This is an optimization exercise on Yosys and OpenROAD, whose aim is small area and a short achievable clock period, not a production implementation.
In this exercise RTL edits were held to simulation tests only and were not proved equivalent to the original.
The clock port is modelled as an ideal driver; clocking choices that lean on that would not hold on a real chip.

===== design/flow/flow/run.sh =====
#!/bin/bash
# Own layout flow. It is the standard layout (standard.sh) with these
# changes to how the layout is made; the clock period and constraints are
# the standard flow's:
#  1. Synthesis: the standard synthesis script with Yosys's "synth -noabc",
#     so that the early ABC pass of synth's fine step does not restructure
#     the adders before extract_fa; otherwise ABC's XNOR/inverted-majority
#     choices leave an inverter on most full-adder pins. The standard
#     synthesis is run too, and its register instance names are given to
#     this netlist's registers (fixregs.py; the registers, their count and
#     cell types are the same). If they do not pair up, the standard netlist
#     is used.
#  2. The port buffers are sky130_fd_sc_hd__buf_2 cells (buffer_ports' own
#     choice is a slow clkdlybuf4s50 delay cell).
# Logs: flow_*.log here, and ORFS's own logs under orfs/logs.
set -euo pipefail
W=$PWD
F=$W/flow
MARGIN=${MARGIN:-5}
RES=$W/orfs/results/$FLOW_PLATFORM/fp8_dot_acc/base
export BUFFER_PORTS_ARGS="-buffer_cell sky130_fd_sc_hd__buf_2"

# standard.sh with this flow's setup slack margin
sed -e "s/SETUP_SLACK_MARGIN=[0-9.]*//" \
    -e "s/\"\${@:-finish}\"/SETUP_SLACK_MARGIN=$MARGIN \"\${@:-finish}\"/" \
    standard.sh > flow_standard.sh

# 1. the standard synthesis (reference register names)
bash flow_standard.sh synth > flow_synth_standard.log 2>&1
cp "$RES/1_2_yosys.v" flow_standard_netlist.v

# the same synthesis without the early ABC pass, in its own work folder
sed -e 's/yosys synth -nofsm -noshare /yosys synth -nofsm -noshare -noabc /' synth_recipe.tcl > flow_synth_noabc.tcl
grep -q -- '-noabc' flow_synth_noabc.tcl
sed -e "s#WORK_HOME=[^ ]*#WORK_HOME=$W/orfs_noabc#" \
    -e "s#SYNTH_SCRIPT=[^ ]*#SYNTH_SCRIPT=$W/flow_synth_noabc.tcl#" \
    -e '/^if \[\[/,$d' flow_standard.sh > flow_noabc.sh
NOABC=$W/orfs_noabc/results/$FLOW_PLATFORM/fp8_dot_acc/base/1_2_yosys.v
if bash flow_noabc.sh synth > flow_synth_noabc.log 2>&1 &&
   python3 "$F/fixregs.py" flow_standard_netlist.v "$NOABC" flow_noabc_netlist.v > flow_fixregs.log 2>&1; then
    cp flow_noabc_netlist.v "$RES/1_2_yosys.v"
    echo "using the -noabc netlist" >> flow_fixregs.log
else
    echo "using the standard netlist" >> flow_fixregs.log
fi

# 2. the rest of the standard flow (1_synth.odb is rebuilt from 1_2_yosys.v)
bash flow_standard.sh > flow_layout.log 2>&1

===== design/flow/flow/fixregs.py =====
#!/usr/bin/env python3
"""fixregs.py REF NEW OUT: give NEW's flip-flops the instance names REF's have.

REF and NEW are Yosys netlists of the same RTL. Yosys names a register
instance after its RTL name and the flip-flop type it had when it was named
(for example \\out_acc[31]$_SDFF_PN0_); the type part can differ between two
syntheses. Every register must appear once in each, with the same cell type;
then OUT is NEW with each register instance renamed to REF's name. Exits 1,
writing nothing, if the registers do not pair up."""
import re
import sys

FF = re.compile(r'^(\s*)(sky130_fd_sc_hd__(?:e?dfx\w*|df\w*|sdf\w*|dl\w*))\s+(\S+)\s*\(', re.M)


def regs(text):
    out = {}
    for m in FF.finditer(text):
        typ, name = m.group(2), m.group(3)
        base = name.split('$', 1)[0]
        if base in out:
            sys.exit(f'two registers named {base}')
        out[base] = (name, typ)
    return out


ref_text = open(sys.argv[1]).read()
new_text = open(sys.argv[2]).read()
ref, new = regs(ref_text), regs(new_text)
if set(ref) != set(new):
    sys.exit(f'register sets differ: {sorted(set(ref) ^ set(new))[:10]}')
renames = {}
for base, (rname, rtyp) in ref.items():
    nname, ntyp = new[base]
    if rtyp != ntyp:
        sys.exit(f'{base}: cell {ntyp}, standard synthesis has {rtyp}')
    if nname != rname:
        renames[nname] = rname


def sub(m):
    name = m.group(3)
    if name in renames:
        return f'{m.group(1)}{m.group(2)} {renames[name]} ('
    return m.group(0)


out = FF.sub(sub, new_text)
check = regs(out)
assert all(check[b][0] == ref[b][0] for b in ref)
open(sys.argv[3], 'w').write(out)
print(f'{len(ref)} registers, {len(renames)} renamed: {renames}')

===== design/flow/standard.sh =====
#!/bin/bash
# synth_recipe.tcl (not shown) runs the flow's synth.tcl, then flattens the netlist and writes it again
# the make line also repeats each setting of config.mk as NAME=value (left out here)
make -C /OpenROAD-flow-scripts/flow DESIGN_CONFIG=/design/flow/config.mk WORK_HOME=/design/flow/orfs CLKGATE_MAP_FILE= SYNTH_SCRIPT=/design/flow/synth_recipe.tcl "${@:-finish}"

===== design/flow/config.mk =====
export PLATFORM = sky130hd
export DESIGN_NAME = fp8_dot_acc
export DESIGN_NICKNAME = fp8_dot_acc
export VERILOG_FILES = /design/flow/design.v
export SDC_FILE = /design/flow/constraint.sdc
export NUM_CORES = 4
export LEC_CHECK = 0
export ABC_AREA = 1
export CAP_MARGIN = 20
export CORE_MARGIN = 2
export CORE_UTILIZATION = 55
export CTS_CLUSTER_DIAMETER = 120
export CTS_CLUSTER_SIZE = 24
export SETUP_SLACK_MARGIN = 5
export SLEW_MARGIN = 20

===== design/flow/constraint.sdc =====
create_clock -name core_clock -period 150.0 [get_ports {clk}]
set_input_delay 30.0000 -clock core_clock [delete_from_list [all_inputs] [get_ports {clk}]]
set_output_delay 30.0000 -clock core_clock [all_outputs]
set_load 0.01 [all_outputs]

===== design/flow/design.v =====
module fp8_mul (
    input  wire       fmt_a,       
    input  wire       fmt_b,
    input  wire [7:0] a,
    input  wire [7:0] b,
    output wire [8:0] v,           
    output wire [5:0] ep,
    output wire [6:0] t,
    output wire       nan,         
    output wire       pinf,        
    output wire       ninf,        
    output wire       infz         
);
    wire [3:0] sa, sb;
    wire [4:0] ua, ub;
    wire na, nb, ia, ib;
    fp8_decode u_da (.fmt(fmt_a), .x(a), .sig(sa), .ue(ua), .nan(na), .inf(ia));
    fp8_decode u_db (.fmt(fmt_b), .x(b), .sig(sb), .ue(ub), .nan(nb), .inf(ib));
    wire sign = a[7] ^ b[7];
    wire spec = na | nb | ia | ib;
    assign nan  = na | nb;
    wire za = (sa == 4'd0), zb = (sb == 4'd0);
    wire inf  = (ia | ib) & ~nan;
    assign infz = inf & ((za & ~ia) | (zb & ~ib));
    assign pinf = inf & ~infz & ~sign;
    assign ninf = inf & ~infz & sign;
    wire [3:0] pa = spec ? 4'd0 : sa;
    wire [3:0] r0 = pa & {4{sb[0]}}, r1 = pa & {4{sb[1]}}, r2 = pa & {4{sb[2]}}, r3 = pa & {4{sb[3]}};
    wire [4:0] q1 = add4(r0[3:1], r1);
    wire [4:0] q2 = add4(q1[4:1], r2);
    wire [4:0] q3 = add4(q2[4:1], r3);
    wire [7:0] p = {q3, q2[0], q1[0], r0[0]};
    wire [8:0] px = {1'b0, p} ^ {9{sign}};
    wire [9:0] vc;
    assign vc[0] = sign;
    genvar g;
    generate
        for (g = 0; g < 9; g = g + 1) begin : neg
            assign v[g]    = px[g] ^ vc[g];
            assign vc[g+1] = px[g] & vc[g];
        end
    endgenerate
    assign ep = add5(ua, ub);
    reg [2:0] msb;
    integer i;
    always @(*) begin
        msb = 3'd0;
        for (i = 0; i < 8; i = i + 1)
            if (p[i]) msb = i[2:0];
    end
    wire [6:0] tt = add7({1'b0, ep}, {4'd0, msb});
    assign t = (p == 8'd0) ? 7'd0 : tt;
    function [4:0] add4(input [3:0] x, input [3:0] y);
        integer k; reg c;
        begin
            c = 1'b0;
            for (k = 0; k < 4; k = k + 1) begin
                add4[k] = x[k] ^ y[k] ^ c;
                c = (x[k] & y[k]) | (x[k] & c) | (y[k] & c);
            end
            add4[4] = c;
        end
    endfunction
    function [5:0] add5(input [4:0] x, input [4:0] y);
        integer k; reg c;
        begin
            c = 1'b0;
            for (k = 0; k < 5; k = k + 1) begin
                add5[k] = x[k] ^ y[k] ^ c;
                c = (x[k] & y[k]) | (x[k] & c) | (y[k] & c);
            end
            add5[5] = c;
        end
    endfunction
    function [6:0] add7(input [6:0] x, input [6:0] y);
        integer k; reg c;
        begin
            c = 1'b0;
            for (k = 0; k < 7; k = k + 1) begin
                add7[k] = x[k] ^ y[k] ^ c;
                c = (x[k] & y[k]) | (x[k] & c) | (y[k] & c);
            end
        end
    endfunction
endmodule
module fp8_decode (
    input  wire       fmt,
    input  wire [7:0] x,
    output wire [3:0] sig,
    output wire [4:0] ue,
    output wire       nan,
    output wire       inf
);
    wire h4 = |x[6:3];
    wire h5 = |x[6:2];
    assign sig = fmt ? {h5, x[1:0], 1'b0} : {h4, x[2:0]};
    wire [3:0] e4 = h4 ? x[6:3] : 4'd1;
    assign ue  = fmt ? (h5 ? x[6:2] : 5'd1) : {e4[3], ~e4[3], e4[2:0]};    
    assign nan = fmt ? (&x[6:2] & |x[1:0]) : &x[6:0];
    assign inf = fmt & &x[6:2] & ~|x[1:0];
endmodule
module fp8_group_add #(
    parameter N = 16
) (
    input  wire           fmt_a,
    input  wire           fmt_b,
    input  wire [8*N-1:0] a,
    input  wire [8*N-1:0] b,
    output wire [45:0]    sum,       
    output wire [6:0]     emax,      
    output wire           g_nan,
    output wire           g_inf,
    output wire           g_neg,
    output wire           nan_in
);
    wire [9*N-1:0] v;
    wire [6*N-1:0] ep;
    wire [7*N-1:0] t;
    wire [N-1:0]   nan, pinf, ninf, infz;
    genvar j;
    generate
        for (j = 0; j < N; j = j + 1) begin : lane
            fp8_mul u_mul (
                .fmt_a(fmt_a), .fmt_b(fmt_b),
                .a(a[8*j +: 8]), .b(b[8*j +: 8]),
                .v(v[9*j +: 9]), .ep(ep[6*j +: 6]), .t(t[7*j +: 7]),
                .nan(nan[j]), .pinf(pinf[j]), .ninf(ninf[j]), .infz(infz[j])
            );
        end
    endgenerate
    assign nan_in = |nan;
    wire pos_inf = |pinf, neg_inf = |ninf;
    assign g_nan  = nan_in | (|infz) | (pos_inf & neg_inf);
    assign g_inf  = !g_nan & (pos_inf | neg_inf);
    assign g_neg  = neg_inf;
    function [6:0] sub7(input [6:0] x, input [6:0] y);
        integer k; reg c;
        begin
            c = 1'b1;
            for (k = 0; k < 7; k = k + 1) begin
                sub7[k] = x[k] ^ ~y[k] ^ c;
                c = (x[k] & ~y[k]) | (x[k] & c) | (~y[k] & c);
            end
        end
    endfunction
    function ge7(input [6:0] x, input [6:0] y);
        integer k; reg c;
        begin
            c = 1'b1;
            for (k = 0; k < 7; k = k + 1)
                c = (x[k] & ~y[k]) | (x[k] & c) | (~y[k] & c);
            ge7 = c;
        end
    endfunction
    function [6:0] max7(input [6:0] x, input [6:0] y);
        max7 = ge7(x, y) ? x : y;
    endfunction
    wire [7*8-1:0] m1;
    wire [7*4-1:0] m2;
    wire [7*2-1:0] m3;
    generate
        for (j = 0; j < 8; j = j + 1) begin : mx1
            assign m1[7*j +: 7] = max7(t[14*j +: 7], t[14*j+7 +: 7]);
        end
        for (j = 0; j < 4; j = j + 1) begin : mx2
            assign m2[7*j +: 7] = max7(m1[14*j +: 7], m1[14*j+7 +: 7]);
        end
        for (j = 0; j < 2; j = j + 1) begin : mx3
            assign m3[7*j +: 7] = max7(m2[14*j +: 7], m2[14*j+7 +: 7]);
        end
    endgenerate
    assign emax = max7(m3[6:0], m3[13:7]);
    wire [46*N-1:0] rows;
    generate
        for (j = 0; j < N; j = j + 1) begin : al
            wire [6:0] d = sub7(emax, {1'b0, ep[6*j +: 6]});
            wire [8:0] vj = v[9*j +: 9];
            wire signed [15:0] w0 = {vj, 7'd0};
            wire signed [15:0] w = w0 >>> d[2:0];
            wire [3:0] q = d[6:3];
            wire [41:0] y;
            genvar k;
            for (k = 0; k < 42; k = k + 1) begin : bit_
                localparam integer QA = (k >= 33) ? 0 : (33 - k + 7) / 8;    
                localparam integer MA = k - 33 + 8 * QA;
                wire ta = (q == QA) ? w[MA] : 1'b0;
                wire tb = (MA + 8 <= 15 && q == QA + 1) ? w[(MA + 8 <= 15) ? MA + 8 : 0] : 1'b0;
                wire ts = (q > QA + ((MA + 8 <= 15) ? 1 : 0)) ? w[15] : 1'b0;
                assign y[k] = ta | tb | ts;
            end
            assign rows[46*j +: 46] = {4'd0, ~y[41], y[40:0]};
        end
    endgenerate
    function [8:0] rca8(input [7:0] x, input [7:0] y, input ci);
        integer k; reg c;
        begin
            c = ci;
            for (k = 0; k < 8; k = k + 1) begin
                rca8[k] = x[k] ^ y[k] ^ c;
                c = (x[k] & y[k]) | (x[k] & c) | (y[k] & c);
            end
            rca8[8] = c;
        end
    endfunction
    function [9:0] rca9(input [8:0] x, input [8:0] y, input ci);
        integer k; reg c;
        begin
            c = ci;
            for (k = 0; k < 9; k = k + 1) begin
                rca9[k] = x[k] ^ y[k] ^ c;
                c = (x[k] & y[k]) | (x[k] & c) | (y[k] & c);
            end
            rca9[9] = c;
        end
    endfunction
    function [10:0] rca10(input [9:0] x, input [9:0] y, input ci);
        integer k; reg c;
        begin
            c = ci;
            for (k = 0; k < 10; k = k + 1) begin
                rca10[k] = x[k] ^ y[k] ^ c;
                c = (x[k] & y[k]) | (x[k] & c) | (y[k] & c);
            end
            rca10[10] = c;
        end
    endfunction
    function [11:0] rca11(input [10:0] x, input [10:0] y, input ci);
        integer k; reg c;
        begin
            c = ci;
            for (k = 0; k < 11; k = k + 1) begin
                rca11[k] = x[k] ^ y[k] ^ c;
                c = (x[k] & y[k]) | (x[k] & c) | (y[k] & c);
            end
            rca11[11] = c;
        end
    endfunction
    function [91:0] csa(input [45:0] x, input [45:0] y, input [45:0] z);
        csa = {((x & y) | (x & z) | (y & z)) << 1, x ^ y ^ z};
    endfunction
    wire [91:0] c0, c1, c2, c3, c4, c5, c6, c7, c8, c9, c10, c11, c12, c13;
    assign c0  = csa(rows[46*0 +: 46],  rows[46*1 +: 46],  rows[46*2 +: 46]);
    assign c1  = csa(rows[46*3 +: 46],  rows[46*4 +: 46],  rows[46*5 +: 46]);
    assign c2  = csa(rows[46*6 +: 46],  rows[46*7 +: 46],  rows[46*8 +: 46]);
    assign c3  = csa(rows[46*9 +: 46],  rows[46*10 +: 46], rows[46*11 +: 46]);
    assign c4  = csa(rows[46*12 +: 46], rows[46*13 +: 46], rows[46*14 +: 46]);
    assign c5  = csa(c0[45:0],  c0[91:46], c1[45:0]);
    assign c6  = csa(c1[91:46], c2[45:0],  c2[91:46]);
    assign c7  = csa(c3[45:0],  c3[91:46], c4[45:0]);
    assign c8  = csa(c5[45:0],  c5[91:46], c6[45:0]);
    assign c9  = csa(c6[91:46], c7[45:0],  c7[91:46]);
    assign c10 = csa(c8[45:0],  c8[91:46], c9[45:0]);
    assign c11 = csa(c9[91:46], c4[91:46], rows[46*15 +: 46]);
    assign c12 = csa(c10[45:0], c10[91:46], c11[45:0]);
    assign c13 = csa(c12[45:0], c12[91:46], c11[91:46]);
    wire [45:0] sx = c13[45:0], sy = c13[91:46];
    wire [45:0] s0;
    wire [8:0]  r0 = rca8(sx[7:0], sy[7:0], 1'b0);
    wire [8:0]  r1a = rca8(sx[15:8], sy[15:8], 1'b0), r1b = rca8(sx[15:8], sy[15:8], 1'b1);
    wire [9:0]  r2a = rca9(sx[24:16], sy[24:16], 1'b0), r2b = rca9(sx[24:16], sy[24:16], 1'b1);
    wire [10:0] r3a = rca10(sx[34:25], sy[34:25], 1'b0), r3b = rca10(sx[34:25], sy[34:25], 1'b1);
    wire [11:0] r4a = rca11(sx[45:35], sy[45:35], 1'b0), r4b = rca11(sx[45:35], sy[45:35], 1'b1);
    wire        k1 = r0[8];
    wire [8:0]  r1 = k1 ? r1b : r1a;
    wire        k2 = r1[8];
    wire [9:0]  r2 = k2 ? r2b : r2a;
    wire        k3 = r2[9];
    wire [10:0] r3 = k3 ? r3b : r3a;
    wire        k4 = r3[10];
    wire [11:0] r4 = k4 ? r4b : r4a;
    assign s0 = {r4[10:0], r3[9:0], r2[8:0], r1[7:0], r0[7:0]};
    assign sum = {~s0[45], s0[44:0]};
endmodule
module fp8_group_round (
    input  wire [45:0] sum,
    input  wire [6:0]  emax,
    output wire [31:0] g           
);
    wire        neg = sum[45];
    wire [45:0] x = sum ^ {46{neg}};
    wire [45:0] mag;
    wire [46:0] cy;
    assign cy[0] = neg;
    genvar j;
    generate
        for (j = 0; j < 46; j = j + 1) begin : inc
            assign mag[j]  = x[j] ^ cy[j];
            assign cy[j+1] = x[j] & cy[j];
        end
    endgenerate
    wire [44:0] n0 = mag[44:0];
    wire z5 = ~|n0[44:13];
    wire [44:0] n1 = z5 ? {n0[12:0], 32'd0} : n0;
    wire z4 = ~|n1[44:29];
    wire [44:0] n2 = z4 ? {n1[28:0], 16'd0} : n1;
    wire        k2 = |n2[4:0];
    wire z3 = ~|n2[44:37];
    wire [44:5] n3 = z3 ? {n2[36:5], 8'd0} : n2[44:5];
    wire        k3 = k2 | |n3[12:5];
    wire z2 = ~|n3[44:41];
    wire [44:13] n4 = z2 ? {n3[40:13], 4'd0} : n3[44:13];
    wire        k4 = k3 | |n4[16:13];
    wire z1 = ~|n4[44:43];
    wire [44:17] n5 = z1 ? {n4[42:17], 2'd0} : n4[44:17];
    wire        k5 = k4 | |n5[18:17];
    wire z0 = ~n5[44];
    wire [44:19] n6 = z0 ? {n5[43:19], 1'd0} : n5[44:19];
    wire [5:0] lz = {z5, z4, z3, z2, z1, z0};
    wire [7:0] e;
    wire [8:0] ec;
    assign ec[0] = 1'b1;
    wire [7:0] ea = {1'b0, emax}, eb = 8'd95, el = ~{2'd0, lz};
    wire [7:0] es = ea ^ eb ^ el, eh = (ea & eb) | (ea & el) | (eb & el);
    generate
        for (j = 0; j < 8; j = j + 1) begin : ex
            wire yb = (j == 0) ? 1'b0 : eh[(j == 0) ? 0 : j - 1];
            assign e[j]    = es[j] ^ yb ^ ec[j];
            assign ec[j+1] = (es[j] & yb) | (es[j] & ec[j]) | (yb & ec[j]);
        end
    endgenerate
    wire guard = n6[20];
    wire stick = k5 | n6[19];
    wire up = guard & (stick | n6[21]);
    wire [30:0] enc = {e, n6[43:21]};
    wire [30:0] r;
    wire [31:0] rc;
    assign rc[0] = up;
    generate
        for (j = 0; j < 31; j = j + 1) begin : rnd
            assign r[j]    = enc[j] ^ rc[j];
            assign rc[j+1] = enc[j] & rc[j];
        end
    endgenerate
    assign g = n6[44] ? {neg, r} : 32'd0;
endmodule
module fp32_add (
    input  wire [31:0] x,
    input  wire [31:0] y,
    input  wire        y_nan,
    input  wire        y_inf,
    output wire [31:0] s
);
    wire       sx = x[31], sy = y[31];
    wire [7:0] ex = x[30:23], ey = y[30:23];
    wire [22:0] fx = x[22:0], fy = y[22:0];
    wire x_spec = (ex == 8'hFF);
    wire x_nan = x_spec && (fx != 0);
    wire x_inf = x_spec && (fx == 0);
    genvar j;
    reg x_big;
    integer q;
    always @(*) begin
        x_big = 1'b1;
        for (q = 0; q < 31; q = q + 1)
            x_big = (x[q] & ~y[q]) | (x[q] & x_big) | (~y[q] & x_big);
    end
    wire        sb = x_big ? sx : sy;
    wire        ss = x_big ? sy : sx;
    wire [7:0]  eb = x_big ? ex : ey;
    wire [7:0]  es = x_big ? ey : ex;
    wire [22:0] fb = x_big ? fx : fy;
    wire [22:0] fs = x_big ? fy : fx;
    wire [23:0] mb = {eb != 8'd0, fb};
    wire [23:0] ms = {es != 8'd0, fs};
    wire [7:0]  diff = rsub8(eb, es);
    wire [25:0] a0 = {ms, 2'd0};
    wire [25:0] a1 = diff[0] ? {1'd0,  a0[25:1]}  : a0;
    wire        t1 = diff[0] & a0[0];
    wire [25:0] a2 = diff[1] ? {2'd0,  a1[25:2]}  : a1;
    wire        t2 = t1 | (diff[1] & |a1[1:0]);
    wire [25:0] a3 = diff[2] ? {4'd0,  a2[25:4]}  : a2;
    wire        t3 = t2 | (diff[2] & |a2[3:0]);
    wire [25:0] a4 = diff[3] ? {8'd0,  a3[25:8]}  : a3;
    wire        t4 = t3 | (diff[3] & |a3[7:0]);
    wire [25:0] a5 = diff[4] ? {16'd0, a4[25:16]} : a4;
    wire        t5 = t4 | (diff[4] & |a4[15:0]);
    wire        far = |diff[7:5];
    wire [26:0] sm = far ? {26'd0, |ms} : {a5, t5};
    wire [26:0] big = {mb, 3'd0};
    wire        sub = sb ^ ss;
    wire [26:0] smx = sm ^ {27{sub}};
    wire [27:0] m;
    wire [27:0] cy;
    assign cy[0] = sub;
    generate
        for (j = 0; j < 27; j = j + 1) begin : ad
            assign m[j]    = big[j] ^ smx[j] ^ cy[j];
            assign cy[j+1] = (big[j] & smx[j]) | (big[j] & cy[j]) | (smx[j] & cy[j]);
        end
    endgenerate
    assign m[27] = cy[27] ^ sub;
    wire z4 = ~|m[27:12];
    wire [27:0] n1 = z4 ? {m[11:0], 16'd0} : m;
    wire z3 = ~|n1[27:20];
    wire [27:0] n2 = z3 ? {n1[19:0], 8'd0} : n1;
    wire z2 = ~|n2[27:24];
    wire [27:0] n3 = z2 ? {n2[23:0], 4'd0} : n2;
    wire z1 = ~|n3[27:26];
    wire [27:0] n4 = z1 ? {n3[25:0], 2'd0} : n3;
    wire k4 = |n4[1:0];
    wire z0 = ~n4[27];
    wire [27:2] n5 = z0 ? {n4[26:2], 1'd0} : n4[27:2];
    wire [4:0] lz = {z4, z3, z2, z1, z0};
    wire zero = ~n5[27];
    wire [8:0] e = rsub9(rinc9({1'b0, eb}), {4'd0, lz});
    wire guard = n5[3];
    wire stick = k4 | n5[2];
    wire up = guard & (stick | n5[4]);
    wire [31:0] enc = {e, n5[26:4]};
    wire [7:0] bp, cb;
    wire [31:0] r;
    generate
        for (j = 0; j < 8; j = j + 1) begin : rnd
            assign bp[j] = &enc[4*j +: 4];
            if (j == 0) begin : c0
                assign cb[j] = up;
            end else begin : cn
                assign cb[j] = cb[j-1] & bp[j-1];
            end
            assign r[4*j]   = enc[4*j]   ^ cb[j];
            assign r[4*j+1] = enc[4*j+1] ^ (cb[j] & enc[4*j]);
            assign r[4*j+2] = enc[4*j+2] ^ (cb[j] & &enc[4*j +: 2]);
            assign r[4*j+3] = enc[4*j+3] ^ (cb[j] & &enc[4*j +: 3]);
        end
    endgenerate
    wire ovf = r[31] | &r[30:23];
    assign s = (x_nan || y_nan || (x_inf && y_inf && (sx != sy))) ? 32'h7FC0_0000 :
               x_inf ? x :
               y_inf ? {sy, 31'h7F80_0000} :
               zero  ? {sx & sy, 31'd0} :
               ovf   ? {sb, 31'h7F80_0000} :
               {sb, r[30:0]};
    function [7:0] rsub8(input [7:0] a, input [7:0] b);
        integer k; reg c;
        begin
            c = 1'b1;
            for (k = 0; k < 8; k = k + 1) begin
                rsub8[k] = a[k] ^ ~b[k] ^ c;
                c = (a[k] & ~b[k]) | (a[k] & c) | (~b[k] & c);
            end
        end
    endfunction
    function [8:0] rsub9(input [8:0] a, input [8:0] b);
        integer k; reg c;
        begin
            c = 1'b1;
            for (k = 0; k < 9; k = k + 1) begin
                rsub9[k] = a[k] ^ ~b[k] ^ c;
                c = (a[k] & ~b[k]) | (a[k] & c) | (~b[k] & c);
            end
        end
    endfunction
    function [8:0] rinc9(input [8:0] a);
        integer k; reg c;
        begin
            c = 1'b1;
            for (k = 0; k < 9; k = k + 1) begin
                rinc9[k] = a[k] ^ c;
                c = a[k] & c;
            end
        end
    endfunction
endmodule
module fp8_dot_acc (
    input  wire         clk,
    input  wire         rst,           
    input  wire         in_valid,
    input  wire         in_fmt_a,      
    input  wire         in_fmt_b,
    input  wire         in_accumulate,
    input  wire [127:0] in_a,
    input  wire [127:0] in_b,
    output reg          out_valid,
    output reg  [31:0]  out_acc,
    output reg          out_nan_in,
    output reg          out_acc_inf
);
    localparam N = 16;
    reg         v0, fa0, fb0, ac0;
    reg [127:0] a0, b0;
    always @(posedge clk) begin
        v0  <= in_valid & ~rst;
        fa0 <= in_fmt_a;
        fb0 <= in_fmt_b;
        ac0 <= in_accumulate;
        a0  <= in_a;
        b0  <= in_b;
    end
    wire [45:0] sum;
    wire [6:0]  emax;
    wire        g_nan, g_inf, g_neg, nan_in;
    fp8_group_add #(.N(N)) u_gadd (
        .fmt_a(fa0), .fmt_b(fb0), .a(a0), .b(b0),
        .sum(sum), .emax(emax), .g_nan(g_nan), .g_inf(g_inf), .g_neg(g_neg), .nan_in(nan_in)
    );
    reg         v1, ac1, gn1, gi1, gs1, ni1;
    reg [45:0]  sum1;
    reg [6:0]   emax1;
    always @(posedge clk) begin
        v1    <= v0 & ~rst;
        ac1   <= ac0;
        gn1   <= g_nan;
        gi1   <= g_inf;
        gs1   <= g_neg;
        ni1   <= nan_in;
        sum1  <= sum;
        emax1 <= emax;
    end
    wire [31:0] g;
    fp8_group_round u_grnd (.sum(sum1), .emax(emax1), .g(g));
    reg         v2, ac2, gn2, gi2, ni2;
    reg [31:0]  g2;
    always @(posedge clk) begin
        v2  <= v1 & ~rst;
        ac2 <= ac1 | ~v1;
        gn2 <= gn1 & v1;
        gi2 <= gi1 & v1;
        ni2 <= ni1;
        g2  <= (gi1 | ~v1) ? {gs1 & v1, 31'd0} : g;
    end
    reg az;
    wire [31:0] acc_next;
    fp32_add u_add (.x((ac2 & ~az) ? out_acc : 32'd0), .y(g2), .y_nan(gn2), .y_inf(gi2), .s(acc_next));
    always @(posedge clk) begin
        out_valid   <= v2 & ~rst;
        az          <= rst | (az & ~v2);
        out_acc     <= acc_next;
        out_nan_in  <= ni2;
        out_acc_inf <= (acc_next[30:0] == 31'h7F80_0000);
    end
endmodule

==> results.cfg, run 1 <==
[run_status]
outcome = finished clean

[worst_setup_path]
critPathCaptureType = output pin
regToRegStartpoint = ac2$_DFF_P_
crit_fanout = 3
regToRegSetupSlack_ns = 120.71
startpoint_type = flip-flop
worst-path-buf-inv = 1
ff2ff_path_depth = 130
path_class = reg -> out
critical_path.cell_chain = buf_2
required_ns = 120.00
reg2reg_to = out_acc_inf$_DFF_P_
slowest_stage = dfxtp_1
critPathMaxStageDelay_ns = 0.40
crit_family = flip-flops
critPathArrivalTime_ns = 1.16

[yosys]
synth_nets = 11690
avgSynthCellArea_um2 = 6.943
yosys_warnings = 4
syn_inst = 10030
syn_area_mm2 = 0.06961

[placed_design]
gp_congestion = 1.134
portBuffers = 296
hpwl_um = 236400

[clock_tree]
cts_resized = 0
clk_latency_ns = 0.62
cts-htree-levels = 1
clk_path_buf_depth = 3
post_cts_buffers = 0
cts_buffers = 20
cts_root_buf = clkbuf_16
clock-sinks = 392
clk_pin_slew_ns = 0.09
cts_tree = done
ctsHoldBuffers = 0

[detailed_routing]
drt_iter0_markers = 9199
drc = 0
via_count = 70610
drtAntennaViolNets = 0
wl_per_cell_um = 23.09
via_per_inst = 5.967
first_pass_iters = 8
wl_um = 273200

[sta]
final.setup_skew_ns = 0.02777
maxSlewHeadroom_pct = 23.31
rsz0062_at_grt = false
fin_setup_tns_ns = 0
period_share_pct = 20.78
clock.fmax_ghz = 0.03209
hold_viol = 0
finalCriticalPeriod_ns = 31.16
tightest_slew_ns = 1.138
setup_viol = 0
maxSlewViolCount = 0

[run]
max_cap_violations = 0

[grt]
grt_max_degree = 165
grt_pass1_wl_um = 402900
grt_usage_pct = 41.20
grt_pass1_vias = 64370
grt.overflow.total = 0
antenna_found_initial = 7

[floorplanning]
design.die.area_mm2 = 0.1294
start_util_pct = 55.44
boundaryPins = 297
die_width_um = 359.8
core-area_mm2 = 0.1256
die_h_um = 359.8
placement_rows = 130

[worst_hold_path]
hold_depth = 0
hold_start = ni1$_DFF_P_
hp-class = reg -> reg
hold_end = ni2$_DFF_P_

[final_layout]
syn2layout_area_growth_pct = 5.804
drive_gt1_share_pct = 5.628
final_nets = 11840
## cell type report
cell class	count	area, um^2
Sequential cell	392	7856
Multi-Input combinational cell	8240	56470
Inverter	1072	4024
Clock buffer	21	525.5
Clock inverter	3	21.27
Antenna cell	1	2.502
Tap cell	1650	2064
Fill cell	11960	51920
Timing Repair Buffer	454	2688
## per-layer routing
layer	part of all wire [%]	wire length, um	global-route usage (%)	up-vias
met1	42	113700	58.44	33190
met3	12	33940	10.61	608
li1	-	-	-	32660
met2	40	110100	58.79	4141
met4	5.6	15430	18.59	12
met5	0.028	77	0	-
## flip-flops by register name, indices dropped and copies added, names as in the netlist, 7 cells and up
signal and cells:
a0 128, b0 128, emax1 7, g2 32, out_acc 32, sum1 46
## worst max path at each step
| stage | startpoint | end | slack, ns | cells after the start |
|---|---|---|---|---|
| floorplan | out_acc[0]$_DFF_P_ | out_acc[0] | 119.64 | 0 |
| global placement | out_acc[0]$_DFF_P_ | out_acc[0] | 119.49 | 1 |
| detailed placement | out_acc[0]$_DFF_P_ | out_acc[0] | 119.49 | 1 |
| CTS | out_acc[0]$_DFF_P_ | out_acc[0] | 118.81 | 1 |
| global route | fa0$_DFF_P_ | sum1[45]$_DFF_P_ | 118.72 | 125 |
| finish | out_acc[0]$_DFF_P_ | out_acc[0] | 118.84 | 1 |
## metrics by stage
step           cell area [um^2]  worst slack [ns]  hold WS, ns  std cells  util (%)
4_1_cts                   73630            118.81       0.3454      11830     58.64
3_5_place_dp              73090            119.49       0.3147      11810     58.20
3_3_place_gp              73080            119.49       0.3193      11810     58.20
2_1_floorplan             69610            119.64       0.3096      10030         -
6_report                  73650            118.84       0.3430      11830     58.65
5_1_grt                   73650            118.72       0.3493      11830     58.65
## placed cells by master (no fill, tap or decap), types with 56 or more instances in the layout
cell type and count:
nor4_1 56, o21ai_1 102, inv_1 1021, nor2_1 726, ha_1 466, mux2i_1 62
fa_1 932, nand2_1 3281, buf_2 296, o21ai_0 687, nor3_1 135, xor2_1 235
a221o_1 110, buf_4 156, nand4_1 117, dfxtp_1 389, nand3_1 935, a21oi_1 113
==> inputs of run 2 (changes only) <==
--- a/design/flow/flow/run.sh
+++ b/design/flow/flow/run.sh
@@ -12,3 +12,3 @@
 #     is used.
-#  2. The port buffers are sky130_fd_sc_hd__buf_2 cells (buffer_ports' own
+#  2. The port buffers are sky130_fd_sc_hd__buf_1 cells (buffer_ports' own
 #     choice is a slow clkdlybuf4s50 delay cell).
@@ -20,3 +20,3 @@
 RES=$W/orfs/results/$FLOW_PLATFORM/fp8_dot_acc/base
-export BUFFER_PORTS_ARGS="-buffer_cell sky130_fd_sc_hd__buf_2"
+export BUFFER_PORTS_ARGS="-buffer_cell sky130_fd_sc_hd__buf_1"
 
--- a/design/flow/config.mk
+++ b/design/flow/config.mk
@@ -10,5 +10,6 @@
 export CORE_MARGIN = 2
-export CORE_UTILIZATION = 55
+export CORE_UTILIZATION = 65
 export CTS_CLUSTER_DIAMETER = 120
 export CTS_CLUSTER_SIZE = 24
+export PLACE_DENSITY = 0.72
 export SETUP_SLACK_MARGIN = 5
==> results.cfg, run 2 <==
[placed_design]
dp_cells = 11540
hpwl_um = 222300
gp_congestion = 1.172
portBuffers = 296

[detailed_routing]
first_pass_iters = 9
via_count = 72310
wl_per_cell_um = 22.88
drc = 0
via_per_inst = 6.250
wl_um = 264700
drtAntennaViolNets = 0
drt_iter0_markers = 10760

[floorplanning]
die_h_um = 331.3
design.die.area_mm2 = 0.1097
placement_rows = 120
start_util_pct = 65.30
boundaryPins = 297
core-area_mm2 = 0.1066
die_width_um = 331.3

[final_layout]
mostFrequentLayoutCell = nand2_1
final_nets = 11820
drive_gt1_share_pct = 2.489
syn2layout_area_growth_pct = 4.714
fin_util_pct = 68.38
fillerInstances = 9204
layout_common_cells = nand2_1 (3281), inv_1 (1021), nand3_1 (935)
top_regs = a0 x128, b0 x128, sum1 x46
final_cells = 11570

[worst_hold_path]
hold_start = ac0$_DFF_P_
hp-class = reg -> reg
hold_end = ac1$_DFF_P_
hold_depth = 0

[sta]
finalCriticalPeriod_ns = 31.19
period_share_pct = 20.79
hold_viol = 0
fin_setup_tns_ns = 0
tightest_slew_ns = 1.128
rsz0062_at_grt = false
maxSlewViolCount = 0
clock.fmax_ghz = 0.03206
setup_viol = 0
hold_ws_ns = 0.3352
maxSlewHeadroom_pct = 24.20
final.setup_skew_ns = 0.03305

[worst_setup_path]
slowest_stage = dfxtp_1
critPathCaptureType = output pin
reg2reg_to = out_acc_inf$_DFF_P_
required_ns = 120.00
regToRegStartpoint = ac2$_DFF_P_
regToRegSetupSlack_ns = 121.09
path_depth = 1
crit_fanout = 2
ff2ff_path_depth = 128
path_class = reg -> out
worst-path-buf-inv = 1
critical_path.cell_chain = buf_1
crit_family = flip-flops
critPathArrivalTime_ns = 1.19
startpoint_type = flip-flop
critPathMaxStageDelay_ns = 0.38

[yosys]
synth_nets = 11690
yosys_warnings = 4
avgSynthCellArea_um2 = 6.943
syn_area_mm2 = 0.06961
syn_inst = 10030

[clock_tree]
clk_path_buf_depth = 3
cts_root_buf = clkbuf_16
clock-sinks = 392
ctsHoldBuffers = 0
cts-htree-levels = 1
cts_resized = 0
clk_pin_slew_ns = 0.10
clk_latency_ns = 0.64
cts_buffers = 22
post_cts_buffers = 0
cts_tree = done

[grt]
top_usage_layer = met2
grt_pass1_wl_um = 392800
grt_usage_pct = 46.93
antenna_found_initial = 6
grt_pass1_vias = 66130
grt_use_met1_pct = 62.24
grt.overflow.total = 0
met3_usage_pct = 17.68
grt_max_degree = 161
grt_use_met2_pct = 65.41

[run]
max_cap_violations = 0

[run_status]
outcome = finished clean
==> run 2: through the flow <==
step | cell area (um^2) | setup slack (ns)
after floorplan | 69610 | 119.64
after global placement | 72210 | 119.50
after detailed placement | 72210 | 119.49
after CTS | 72880 | 118.80
after global routing | 72890 | 118.77
final | 72890 | 118.81
==> run 2: worst max-delay path by stage <==
stage                         from           to  slack, ns
6_report       out_acc[15]$_DFF_P_  out_acc[15]     118.81
5_1_grt        out_acc[11]$_DFF_P_  out_acc[11]     118.77
4_1_cts         out_acc[0]$_DFF_P_   out_acc[0]     118.80
3_5_place_dp    out_acc[0]$_DFF_P_   out_acc[0]     119.49
3_3_place_gp    out_acc[0]$_DFF_P_   out_acc[0]     119.50
2_1_floorplan   out_acc[0]$_DFF_P_   out_acc[0]     119.64
==> run 2: worst register-to-register path, delay by kind of cell, from the launching register on <==
| family | cells | cell delay (ns) |
|---|---|---|
| adders and majority gates | 34 | 14.99 |
| and+or+nand+nor | 76 | 9.56 |
| buffers and inverters | 10 | 2.08 |
| AOI/OAI and AO/OA | 6 | 1.65 |
| DFF | 1 | 0.35 |
| xor gates and xnor gates | 2 | 0.19 |
==> run 2: final cells by class <==
type,instances,area (um^2),area share (%)
flip-flops and latches,392,7856,10.78
well taps,1403,1755,2.408
inverters,1072,4024,5.520
repair buffers,429,2132,2.925
clock buffers,25,583.1,0.7999
clock inverters,5,80.08,0.1099
diodes,3,7.507,0.01030
multi-input cells,8240,56460,77.45
==> run 2: metal layers <==
layer  vias up  wire [um]
li1      32610          -
met1     33370      98560
met2      5306     103400
met3      1012      42770
met4        12      19750
met5         -        213
==> inputs of run 3 (changes only) <==
--- a/design/flow/flow/run.sh
+++ b/design/flow/flow/run.sh
@@ -14,3 +14,2 @@
 #     choice is a slow clkdlybuf4s50 delay cell).
-# Logs: flow_*.log here, and ORFS's own logs under orfs/logs.
 set -euo pipefail
@@ -46,3 +45,11 @@
 
-# 2. the rest of the standard flow (1_synth.odb is rebuilt from 1_2_yosys.v)
+# 2. the standard flow up to CTS (1_synth.odb is rebuilt from 1_2_yosys.v)
+bash flow_standard.sh cts > flow_layout_cts.log 2>&1
+
+# 3. the clock port drives the first tree level directly
+CTS_DB=$RES/4_1_cts.odb CLOCK_PORT=clk openroad -no_init -exit "$F/unroot.tcl" > flow_unroot.log 2>&1
+cp "$RES/4_1_cts.odb" "$RES/4_cts.odb"
+touch "$RES/4_cts.sdc"
+
+# 4. the rest of the standard flow
 bash flow_standard.sh > flow_layout.log 2>&1
==> design/flow/flow/unroot.tcl (new file) <==
set db_file $::env(CTS_DB)
read_db $db_file
set block [ord::get_db_block]
set port_net [$block findNet $::env(CLOCK_PORT)]
set loads [$port_net getITerms]
if {[llength $loads] != 1} {
  puts "unroot: clock port has [llength $loads] loads, nothing done"
  exit 0
}
set root [[lindex $loads 0] getInst]
set master [[$root getMaster] getName]
if {![string match "sky130_fd_sc_hd__clkbuf_*" $master]} {
  puts "unroot: root is $master, nothing done"
  exit 0
}
set out_net ""
foreach it [$root getITerms] {
  if {[$it isOutputSignal]} { set out_net [$it getNet] }
}
set sinks {}
foreach it [$out_net getITerms] {
  if {[$it getInst] != $root} { lappend sinks $it }
}
if {[llength $sinks] > 4 || [llength [$out_net getBTerms]] > 0} {
  puts "unroot: root drives [llength $sinks] pins, nothing done"
  exit 0
}
puts "unroot: removing [$root getName] ($master), port drives [llength $sinks] pins"
foreach it $sinks {
  $it disconnect
  $it connect $port_net
}
odb::dbInst_destroy $root
odb::dbNet_destroy $out_net
write_db $db_file
==> results.cfg, run 3 <==
[sta]
finalCriticalPeriod_ns = 31.04
maxSlewHeadroom_pct = 24.70
final.setup_skew_ns = 0.03188
maxSlewViolCount = 0
tightest_slew_ns = 1.121
setup_viol = 0
rsz0062_at_grt = false
fin_setup_tns_ns = 0
period_share_pct = 20.69
clock.fmax_ghz = 0.03221
hold_ws_ns = 0.3375
hold_viol = 0

[floorplanning]
placement_rows = 120
core-area_mm2 = 0.1066
boundaryPins = 297
design.die.area_mm2 = 0.1097
die_h_um = 331.3
start_util_pct = 65.30
die_width_um = 331.3

[detailed_routing]
wl_per_cell_um = 22.81
drc = 0
drtAntennaViolNets = 0
drt_iter0_markers = 10580
via_count = 72080
via_per_inst = 6.232
first_pass_iters = 13
wl_um = 263800

[run_status]
outcome = finished clean

[yosys]
syn_inst = 10030
yosys_warnings = 4
synth_nets = 11690
avgSynthCellArea_um2 = 6.943
syn_area_mm2 = 0.06961

[worst_hold_path]
hold_end = ac1$_DFF_P_
hold_start = ac0$_DFF_P_
hold_depth = 0
hp-class = reg -> reg

[grt]
grt_pass1_vias = 66080
grt.overflow.total = 0
grt_pass1_wl_um = 392300
antenna_found_initial = 3
grt_usage_pct = 46.80
grt_max_degree = 161

[clock_tree]
clock-sinks = 392
clk_pin_slew_ns = 0.10
cts_buffers = 22
cts-htree-levels = 1
post_cts_buffers = 0
clk_path_buf_depth = 3
cts_root_buf = clkbuf_16
ctsHoldBuffers = 0
cts_resized = 0
clk_latency_ns = 0.49
cts_tree = done

[placed_design]
hpwl_um = 222300
gp_congestion = 1.172
portBuffers = 296

[worst_setup_path]
critPathMaxStageDelay_ns = 0.36
reg2reg_to = out_acc_inf$_DFF_P_
worst-path-buf-inv = 1
critPathCaptureType = output pin
regToRegSetupSlack_ns = 121.05
slowest_stage = dfxtp_1
critical_path.cell_chain = buf_1
required_ns = 120.00
regToRegStartpoint = ac2$_DFF_P_
startpoint_type = flip-flop
crit_family = flip-flops
path_class = reg -> out
crit_fanout = 3
startpoint = out_acc[0]$_DFF_P_
critPathArrivalTime_ns = 1.04
ff2ff_path_depth = 128

[final_layout]
syn2layout_area_growth_pct = 4.671
final_nets = 11820
top_regs = a0 x128, b0 x128, sum1 x46
drive_gt1_share_pct = 2.480
fillerInstances = 9207
mostFrequentLayoutCell = nand2_1
layout_common_cells = nand2_1 (3281), inv_1 (1021), nand3_1 (935)

[run]
max_cap_violations = 0
## run 3: how the worst max path moves through the flow
stage,cells past startpoint,to,slack (ns)
finish,1,out_acc[0],118.96
global route,1,out_acc[11],118.91
CTS,1,out_acc[0],118.80
detailed placement,1,out_acc[0],119.49
global placement,1,out_acc[0],119.50
floorplan,0,out_acc[0],119.64
## run 3: layout make-up
cell class / count / area, um^2 / area share [%]
Clock buffer: 24 / 558.0 / 0.7658
Tap cell: 1403 / 1755 / 2.409
Sequential cell: 392 / 7856 / 10.78
Timing Repair Buffer: 429 / 2132 / 2.926
Inverter: 1072 / 4024 / 5.522
Clock inverter: 5 / 80.08 / 0.1099
Multi-Input combinational cell: 8240 / 56460 / 77.48
Antenna cell: 1 / 2.502 / 0.003434
## run 3: stage by stage
stage	setup WS [ns]	instance area, um^2	util (%)	std cells
after CTS	118.80	72880	68.36	11570
after global placement	119.50	72210	67.74	11540
final	118.96	72860	68.35	11570
after detailed placement	119.49	72210	67.74	11540
after floorplan	119.64	69610	-	10030
after global routing	118.91	72860	68.35	11570
## run 3: metal layers
metal	part of all wire (%)	track usage, %	up-vias
met5	0.013	0	-
met4	7.2	26.10	6
met3	16	17.61	936
met2	39	65.66	5241
met1	37	62.10	33290
li1	-	-	32610
==> inputs of run 4 (changes only) <==
--- a/design/flow/flow/run.sh
+++ b/design/flow/flow/run.sh
@@ -7,3 +7,5 @@
 #     the adders before extract_fa; otherwise ABC's XNOR/inverted-majority
-#     choices leave an inverter on most full-adder pins. The standard
+#     choices leave an inverter on most full-adder pins. The final ABC
+#     mapping uses abc_area.script here (area-oriented mapping, map -a,
+#     with structural choices) in place of ORFS's abc_area.script. The standard
 #     synthesis is run too, and its register instance names are given to
@@ -31,3 +33,5 @@
 # the same synthesis without the early ABC pass, in its own work folder
-sed -e 's/yosys synth -nofsm -noshare /yosys synth -nofsm -noshare -noabc /' synth_recipe.tcl > flow_synth_noabc.tcl
+sed -e 's/yosys synth -nofsm -noshare /yosys synth -nofsm -noshare -noabc /' \
+    -e "1a proc abc {args} { set i [lsearch \$args -script]; if {\$i >= 0} { lset args [expr {\$i + 1}] $F/abc_area.script }; yosys abc {*}\$args }" \
+    synth_recipe.tcl > flow_synth_noabc.tcl
 grep -q -- '-noabc' flow_synth_noabc.tcl
==> design/flow/flow/abc_area.script (new file) <==
strash
dch -f
map -a
strash
dch -f
map -a
topo
stime -c
dnsize -c
==> results.cfg, run 4 <==
[floorplanning]
start_util_pct = 65.56
die_width_um = 321.8
design.die.area_mm2 = 0.1036
die_h_um = 321.8
core-area_mm2 = 0.1001
boundaryPins = 297
placement_rows = 116

[final_layout]
final_cells = 10490
top_regs = a0 x128, b0 x128, sum1 x46
layout_common_cells = nand2_1 (1944), clkinv_1 (1072), nor2_1 (982)
stdcell_area_mm2 = 0.07006
final_nets = 10830
syn2layout_area_growth_pct = 6.700
drive_gt1_share_pct = 2.766
fin_util_pct = 69.96
mostFrequentLayoutCell = nand2_1
fillerInstances = 8137

[grt]
grt_pass1_wl_um = 374800
grt_max_degree = 107
grt_pass1_vias = 63650
grt.overflow.total = 0
antenna_found_initial = 11
grt_usage_pct = 48.06

[detailed_routing]
wl_per_cell_um = 24.09
first_pass_iters = 10
via_per_inst = 6.452
drtAntennaViolNets = 0
drt_iter0_markers = 8946
wl_um = 252600
drc = 0
via_count = 67660

[sta]
setup_viol = 0
hold_ws_ns = 0.3394
period_share_pct = 21.88
rsz0062_at_grt = false
maxSlewViolCount = 0
hold_viol = 0
final.setup_skew_ns = 0.02743
postLayoutSetupSlackWorst_ns = 117.18
clock.fmax_ghz = 0.03047
fin_setup_tns_ns = 0
tightest_slew_ns = 1.327
finalCriticalPeriod_ns = 32.82
maxSlewHeadroom_pct = 11.33

[placed_design]
place_area_mm2 = 0.06933
hpwl_um = 212400
dp_cells = 10450
gp_congestion = 1.231
post-place-ws_ns = 117.85
portBuffers = 296

[clock_tree]
clk_pin_slew_ns = 0.10
cts_tree = done
cts_buffers = 23
clk_latency_ns = 0.52
post_cts_buffers = 0
ctsHoldBuffers = 0
cts-htree-levels = 1
cts_resized = 0
clock-sinks = 392
cts_root_buf = clkbuf_16
clk_path_buf_depth = 3

[yosys]
avgSynthCellArea_um2 = 7.500
syn_area_mm2 = 0.06566
yosys_warnings = 4
synth_nets = 10420
syn_inst = 8755

[run_status]
outcome = finished clean

[worst_hold_path]
hold_end = out_nan_in$_DFF_P_
hold_depth = 0
hp-class = reg -> reg
hold_start = ni2$_DFF_P_

[worst_setup_path]
critPathArrivalTime_ns = 33.20
regToRegSetupSlack_ns = 117.18
ff2ff_path_depth = 144
slowest_stage = clkinv_1
crit_fanout = 42
critPathMaxStageDelay_ns = 0.68
path_class = reg -> reg
reg2reg_to = sum1[45]$_DFF_P_
critPathCaptureType = flip-flop
required_ns = 150.39
regToRegStartpoint = fa0$_DFF_P_
cp_common_cell = fa_1
startpoint_type = flip-flop

[run]
max_cap_violations = 0
-- run 4: layout make-up --
cell class	instances	area [um^2]	share of cell area (%)
Multi-Input combinational cell	7252	53730	76.69
Tap cell	1298	1624	2.318
Clock inverter	9	123.9	0.1768
Sequential cell	392	7856	11.21
Clock buffer	25	571.8	0.8162
Antenna cell	5	12.51	0.01786
Timing Repair Buffer	426	2091	2.984
Inverter	1079	4051	5.783
-- run 4: how the worst max path moves through the flow --
stage                      from                  end  cells after the start
CTS                 fa0$_DFF_P_     sum1[45]$_DFF_P_                    144
detailed placement  fa0$_DFF_P_     sum1[45]$_DFF_P_                    144
finish              fa0$_DFF_P_     sum1[45]$_DFF_P_                    144
global route        fa0$_DFF_P_     sum1[45]$_DFF_P_                    142
global placement    fa0$_DFF_P_     sum1[45]$_DFF_P_                    145
floorplan            az$_DFF_P_  out_acc_inf$_DFF_P_                    119
-- run 4: layer usage --
layer  GRT usage, %  vias up  wire length (um)
li1               -    30350                 -
met1          58.64    31590             90910
met2          71.23     4626            104700
met3          16.69     1077             34150
met4          33.58       18             22530
met5              0        -               240
-- run 4: critical path: cells and delay by family, from the launching register on --
family | cells | cell delay (ns)
compound gates | 49 | 8.39
xor+xnor | 1 | 0.12
fa+ha+maj | 33 | 13.35
buf+inv | 25 | 4.60
flops | 1 | 0.49
simple gates | 36 | 5.62
==> inputs of run 5 (changes only) <==
==> design/flow/flow/abc_area.script (replaced) <==
strash
dch -f
map -a
strash
dch -f
map -a
topo
stime -c
buffer -c
upsize -c
dnsize -c
==> results.cfg, run 5 <==
[detailed_routing]
drtAntennaViolNets = 0
first_pass_iters = 8
wl_per_cell_um = 24.95
via_count = 67820
drt_iter0_markers = 9553
wl_um = 263900
drc = 0
via_per_inst = 6.409

[worst_setup_path]
path_class = reg -> out
regToRegStartpoint = fa0$_DFF_P_
reg2reg_to = sum1[45]$_DFF_P_
ff2ff_path_depth = 135
slowest_stage = dfxtp_1
regToRegSetupSlack_ns = 119.48
crit_fanout = 4
worst-path-buf-inv = 1
startpoint_type = flip-flop
critPathCaptureType = output pin
critPathArrivalTime_ns = 1.03
critPathMaxStageDelay_ns = 0.39
crit_family = flip-flops
critical_path.cell_chain = buf_1
required_ns = 120.00

[final_layout]
layout_common_cells = nand2_1 (1923), inv_1 (1000), nor2_1 (958)
top_regs = a0 x128, b0 x128, sum1 x46
drive_gt1_share_pct = 4.586
final_cells = 10580
syn2layout_area_growth_pct = 4.953
regArea_mm2 = 0.007856
mostFrequentLayoutCell = nand2_1
diodes = 0
fillerInstances = 8363
multi_input_area_mm2 = 0.05415
final_nets = 10850

[yosys]
yosys_warnings = 4
syn_inst = 9053
synth_nets = 10710
syn_area_mm2 = 0.06737
avgSynthCellArea_um2 = 7.442

[floorplanning]
die_h_um = 325.9
boundaryPins = 297
core-area_mm2 = 0.1032
die_width_um = 325.9
start_util_pct = 65.28
design.die.area_mm2 = 0.1062
placement_rows = 118

[clock_tree]
clk_pin_slew_ns = 0.10
clk_path_buf_depth = 3
cts_resized = 0
clock-sinks = 392
post_cts_buffers = 0
cts-htree-levels = 1
cts_root_buf = clkbuf_16
ctsHoldBuffers = 0
cts_buffers = 22
cts_tree = done
clk_latency_ns = 0.49

[sta]
setup_viol = 0
period_share_pct = 20.69
final.setup_skew_ns = 0.03838
maxSlewHeadroom_pct = 24.23
hold_viol = 0
rsz0062_at_grt = false
finalCriticalPeriod_ns = 31.03
clock.fmax_ghz = 0.03223
fin_setup_tns_ns = 0
hold_ws_ns = 0.3386
maxSlewViolCount = 0
tightest_slew_ns = 1.125

[grt]
grt_pass1_vias = 64200
met3_usage_pct = 14.18
grt_pass1_wl_um = 386700
grt_use_met2_pct = 70.74
antenna_found_initial = 1
grt_max_degree = 169
grt.overflow.total = 0
grt_usage_pct = 48.45
grt_use_met1_pct = 60.67
top_usage_layer = met2

[placed_design]
dp_cells = 10550
hpwl_um = 224000
portBuffers = 296
gp_congestion = 1.171

[worst_hold_path]
hp-class = reg -> reg
hold_depth = 0
hold_end = ac1$_DFF_P_
hold_start = ac0$_DFF_P_

[run_status]
outcome = finished clean

[run]
max_cap_violations = 0
run 5: cell types whose count changed in the layout (fill, tap and decap cells not counted), moves of 24 or more:
cell,change
clkinv_1,-1058
o21ai_0,-58
inv_1,+1000
inv_2,+53
o21ai_1,+52
nor2_1,-24
run 5: per-layer routing:
metal | share of wire [%] | vias up
met4 | 9.7 | 2
met5 | 0.0049 | -
met3 | 14 | 1081
li1 | - | 30270
met2 | 41 | 5043
met1 | 36 | 31420
run 5: final cells by class:
class	instances	share of cell area, %
multi-input combinational	7252	76.58
clock buffer	25	0.7644
clock inverter	5	0.1522
inverter	1079	5.751
sequential	392	11.11
tap	1380	2.442
timing repair buffer	448	3.203
run 5: how the worst max path moves through the flow:
| stage | start | end | slack (ns) | depth (start not counted) |
|---|---|---|---|---|
| floorplan | out_acc[31]$_SDFF_PN0_ | out_acc[31] | 119.61 | 0 |
| global placement | out_acc[31]$_SDFF_PN0_ | out_acc[31] | 119.49 | 1 |
| detailed placement | out_acc[29]$_DFF_P_ | out_acc[29] | 119.49 | 1 |
| CTS | out_acc[26]$_DFF_P_ | out_acc[26] | 118.81 | 1 |
| global route | fa0$_DFF_P_ | sum1[45]$_DFF_P_ | 117.91 | 139 |
| finish | out_acc[26]$_DFF_P_ | out_acc[26] | 118.97 | 1 |
run 5: stage by stage:
step | instance area, um^2 | setup WS [ns] | utilization, %
finish | 70710 | 118.97 | 68.52
global route | 70710 | 117.91 | 68.52
CTS | 70730 | 118.81 | 68.54
detailed placement | 70060 | 119.49 | 67.89
global placement | 70060 | 119.49 | 67.89
floorplan | 67370 | 119.61 | -
==> inputs of run 6 (changes only) <==
--- a/design/flow/design.v
+++ b/design/flow/design.v
@@ -237,2 +237,46 @@
     endfunction
+    function [8:0] inc8(input [7:0] x);
+        integer k; reg c;
+        begin
+            c = 1'b1;
+            for (k = 0; k < 8; k = k + 1) begin
+                inc8[k] = x[k] ^ c;
+                c = x[k] & c;
+            end
+            inc8[8] = c;
+        end
+    endfunction
+    function [9:0] inc9(input [8:0] x);
+        integer k; reg c;
+        begin
+            c = 1'b1;
+            for (k = 0; k < 9; k = k + 1) begin
+                inc9[k] = x[k] ^ c;
+                c = x[k] & c;
+            end
+            inc9[9] = c;
+        end
+    endfunction
+    function [10:0] inc10(input [9:0] x);
+        integer k; reg c;
+        begin
+            c = 1'b1;
+            for (k = 0; k < 10; k = k + 1) begin
+                inc10[k] = x[k] ^ c;
+                c = x[k] & c;
+            end
+            inc10[10] = c;
+        end
+    endfunction
+    function [11:0] inc11(input [10:0] x);
+        integer k; reg c;
+        begin
+            c = 1'b1;
+            for (k = 0; k < 11; k = k + 1) begin
+                inc11[k] = x[k] ^ c;
+                c = x[k] & c;
+            end
+            inc11[11] = c;
+        end
+    endfunction
     function [91:0] csa(input [45:0] x, input [45:0] y, input [45:0] z);
@@ -258,15 +302,19 @@
     wire [8:0]  r0 = rca8(sx[7:0], sy[7:0], 1'b0);
-    wire [8:0]  r1a = rca8(sx[15:8], sy[15:8], 1'b0), r1b = rca8(sx[15:8], sy[15:8], 1'b1);
-    wire [9:0]  r2a = rca9(sx[24:16], sy[24:16], 1'b0), r2b = rca9(sx[24:16], sy[24:16], 1'b1);
-    wire [10:0] r3a = rca10(sx[34:25], sy[34:25], 1'b0), r3b = rca10(sx[34:25], sy[34:25], 1'b1);
-    wire [11:0] r4a = rca11(sx[45:35], sy[45:35], 1'b0), r4b = rca11(sx[45:35], sy[45:35], 1'b1);
+    wire [8:0]  r1a = rca8(sx[15:8], sy[15:8], 1'b0);
+    wire [9:0]  r2a = rca9(sx[24:16], sy[24:16], 1'b0);
+    wire [10:0] r3a = rca10(sx[34:25], sy[34:25], 1'b0);
+    wire [11:0] r4a = rca11(sx[45:35], sy[45:35], 1'b0);
+    wire [8:0]  r1b = inc8(r1a[7:0]);
+    wire [9:0]  r2b = inc9(r2a[8:0]);
+    wire [10:0] r3b = inc10(r3a[9:0]);
+    wire [11:0] r4b = inc11(r4a[10:0]);
     wire        k1 = r0[8];
-    wire [8:0]  r1 = k1 ? r1b : r1a;
-    wire        k2 = r1[8];
-    wire [9:0]  r2 = k2 ? r2b : r2a;
-    wire        k3 = r2[9];
-    wire [10:0] r3 = k3 ? r3b : r3a;
-    wire        k4 = r3[10];
-    wire [11:0] r4 = k4 ? r4b : r4a;
-    assign s0 = {r4[10:0], r3[9:0], r2[8:0], r1[7:0], r0[7:0]};
+    wire [7:0]  r1 = k1 ? r1b[7:0] : r1a[7:0];
+    wire        k2 = r1a[8] | (k1 & r1b[8]);
+    wire [8:0]  r2 = k2 ? r2b[8:0] : r2a[8:0];
+    wire        k3 = r2a[9] | (k2 & r2b[9]);
+    wire [9:0]  r3 = k3 ? r3b[9:0] : r3a[9:0];
+    wire        k4 = r3a[10] | (k3 & r3b[10]);
+    wire [10:0] r4 = k4 ? r4b[10:0] : r4a[10:0];
+    assign s0 = {r4, r3, r2, r1, r0[7:0]};
     assign sum = {~s0[45], s0[44:0]};
==> results.cfg, run 6 <==
[run_status]
outcome = finished clean

[grt]
grt_pass1_wl_um = 380300
grt_max_degree = 108
met3_usage_pct = 15.12
grt_usage_pct = 47.22
grt_use_met1_pct = 62.27
top_usage_layer = met2
antenna_found_initial = 2
grt_use_met2_pct = 68.02
grt.overflow.total = 0
grt_pass1_vias = 62970

[sta]
finalCriticalPeriod_ns = 31.17
maxSlewHeadroom_pct = 21.38
postLayoutSetupSlackWorst_ns = 118.83
fin_setup_tns_ns = 0
clock.fmax_ghz = 0.03208
final.setup_skew_ns = 0.02132
period_share_pct = 20.78
rsz0062_at_grt = false
maxSlewViolCount = 0
tightest_slew_ns = 1.167
setup_viol = 0
hold_viol = 0

[placed_design]
hpwl_um = 217800
post-place-ws_ns = 119.33
place_area_mm2 = 0.06989
portBuffers = 296
gp_congestion = 1.190

[worst_setup_path]
required_ns = 150.39
cp_common_cell = fa_1
path_class = reg -> reg
critPathMaxStageDelay_ns = 0.68
critPathCaptureType = flip-flop
slowest_stage = buf_4
startpoint_type = flip-flop
path_depth = 125
regToRegSetupSlack_ns = 118.83
critPathArrivalTime_ns = 31.56
worst-path-buf-inv = 18
regToRegStartpoint = az$_DFF_P_
crit_fanout = 107
reg2reg_to = out_acc_inf$_DFF_P_
crit_family = adder cells
startpoint = az$_DFF_P_
ff2ff_path_depth = 125
setup.worst_path.end = out_acc_inf$_DFF_P_

[detailed_routing]
via_count = 67440
drtAntennaViolNets = 0
via_per_inst = 6.477
wl_um = 257600
wl_per_cell_um = 24.74
drt_iter0_markers = 10020
drc = 0
first_pass_iters = 10

[final_layout]
syn2layout_area_growth_pct = 4.689
final_nets = 10710
top_regs = a0 x128, b0 x128, sum1 x46
fin_util_pct = 68.36
layout_common_cells = nand2_1 (1936), inv_1 (992), fa_1 (965)
stdcell_area_mm2 = 0.07045
mostFrequentLayoutCell = nand2_1
drive_gt1_share_pct = 3.766

[floorplanning]
die_width_um = 325.8
die_h_um = 325.8
design.die.area_mm2 = 0.1061
core-area_mm2 = 0.1031
placement_rows = 118
start_util_pct = 65.30
boundaryPins = 297

[clock_tree]
clk_path_buf_depth = 3
post_cts_buffers = 0
clock-sinks = 392
clk_pin_slew_ns = 0.11
cts_root_buf = clkbuf_16
cts_tree = done
cts-htree-levels = 1
cts_buffers = 20
cts_resized = 0
clk_latency_ns = 0.47
ctsHoldBuffers = 0

[yosys]
yosys_warnings = 4
syn_area_mm2 = 0.06730
avgSynthCellArea_um2 = 7.553
syn_inst = 8910
synth_nets = 10600

[worst_hold_path]
hp-class = reg -> reg

[run]
max_cap_violations = 0
==> run 6: cell types whose count changed in the layout (fill, tap and decap cells not counted), sizes merged, moves of 13 or more <==
cell	before	now
a21oi	288	314
buf	448	428
clkinv	18	5
fa	932	965
inv	1066	1014
mux2	0	33
mux2i	45	75
nor2	986	915
o21a	20	42
o21ai	938	817
xnor2	34	7
==> run 6: area by class of cell <==
| type | instances | area, um^2 |
|---|---|---|
| diodes | 2 | 5.005 |
| multi-input cells | 7166 | 54390 |
| flip-flops and latches | 392 | 7856 |
| repair buffers | 428 | 2102 |
| clock buffers | 23 | 511.7 |
| clock inverters | 2 | 41.29 |
| inverters | 1018 | 3824 |
| fillers | 8607 | 32600 |
| well taps | 1380 | 1727 |
==> run 6: layer usage <==
| metal | vias up | wire length [um] |
|---|---|---|
| met5 | - | 98 |
| met4 | 2 | 19480 |
| met3 | 924 | 37580 |
| met2 | 5103 | 104800 |
| met1 | 31600 | 95710 |
| li1 | 29800 | - |
==> run 6: how the worst min path moves through the flow <==
stage	slack, ns	start	end	depth (start not counted)
floorplan	0.31	ac0$_DFF_P_	ac1$_DFF_P_	0
global placement	0.31	ni1$_DFF_P_	ni2$_DFF_P_	0
detailed placement	0.32	ni1$_DFF_P_	ni2$_DFF_P_	0
CTS	0.34	ni1$_DFF_P_	ni2$_DFF_P_	0
global route	0.35	ni1$_DFF_P_	ni2$_DFF_P_	0
finish	0.34	ni1$_DFF_P_	ni2$_DFF_P_	0
==> run 6: worst register-to-register path: cells and delay by family, from the launching register on <==
kind / cells / cell delay (ns)
buffers and inverters: 18 / 3.33
adders and majority gates: 34 / 14.89
xor gates and xnor gates: 2 / 0.25
DFF: 1 / 0.36
and+or+nand+nor: 40 / 6.86
AOI/OAI and AO/OA: 31 / 5.40
==> run 6: stage by stage <==
stage                     hold WS (ns)  std cells
after detailed placement        0.3161      10380
after floorplan                 0.3096       8910
final                           0.3427      10410
after CTS                       0.3432      10410
after global routing            0.3516      10410
after global placement          0.3115      10380

port drivers added, routing unchanged:
The flow's constraints put no driver on any port. The routed layouts listed below were extracted and timed again, unchanged, in two steps.
Step 1, drivers: a clkbuf_16 drives clk and a buf_2 each remaining input, both assumed.
Step 2 moves the port delays by t, midway between the first and last clock arrival at a register: inputs arrive t later, outputs are due t later. That takes back most of the time a late clock gives input paths.
Slacks: no drivers / after step 1 / after step 2; pairs: no drivers / after step 1.
run | t, ns | setup WS [ns] | worst setup path at the end | worst register clock-pin slew, ns
run 1 | 0.691 | 118.836 / 118.752 / 119.443 | register to output | 0.10 / 0.10
run 2 | 0.699 | 118.812 / 118.735 / 119.434 | register to output | 0.10 / 0.10
run 3 | 0.572 | 118.958 / 118.859 / 119.430 | register to output | 0.10 / 0.10
run 4 | 0.612 | 117.183 / 117.183 / 117.183 | register to register | 0.10 / 0.10
run 5 | 0.568 | 118.971 / 118.864 / 119.432 | register to output | 0.10 / 0.10
run 6 | 0.565 | 118.832 / 118.806 / 118.832 | register to register | 0.11 / 0.11
After both steps every run listed still meets setup and hold.
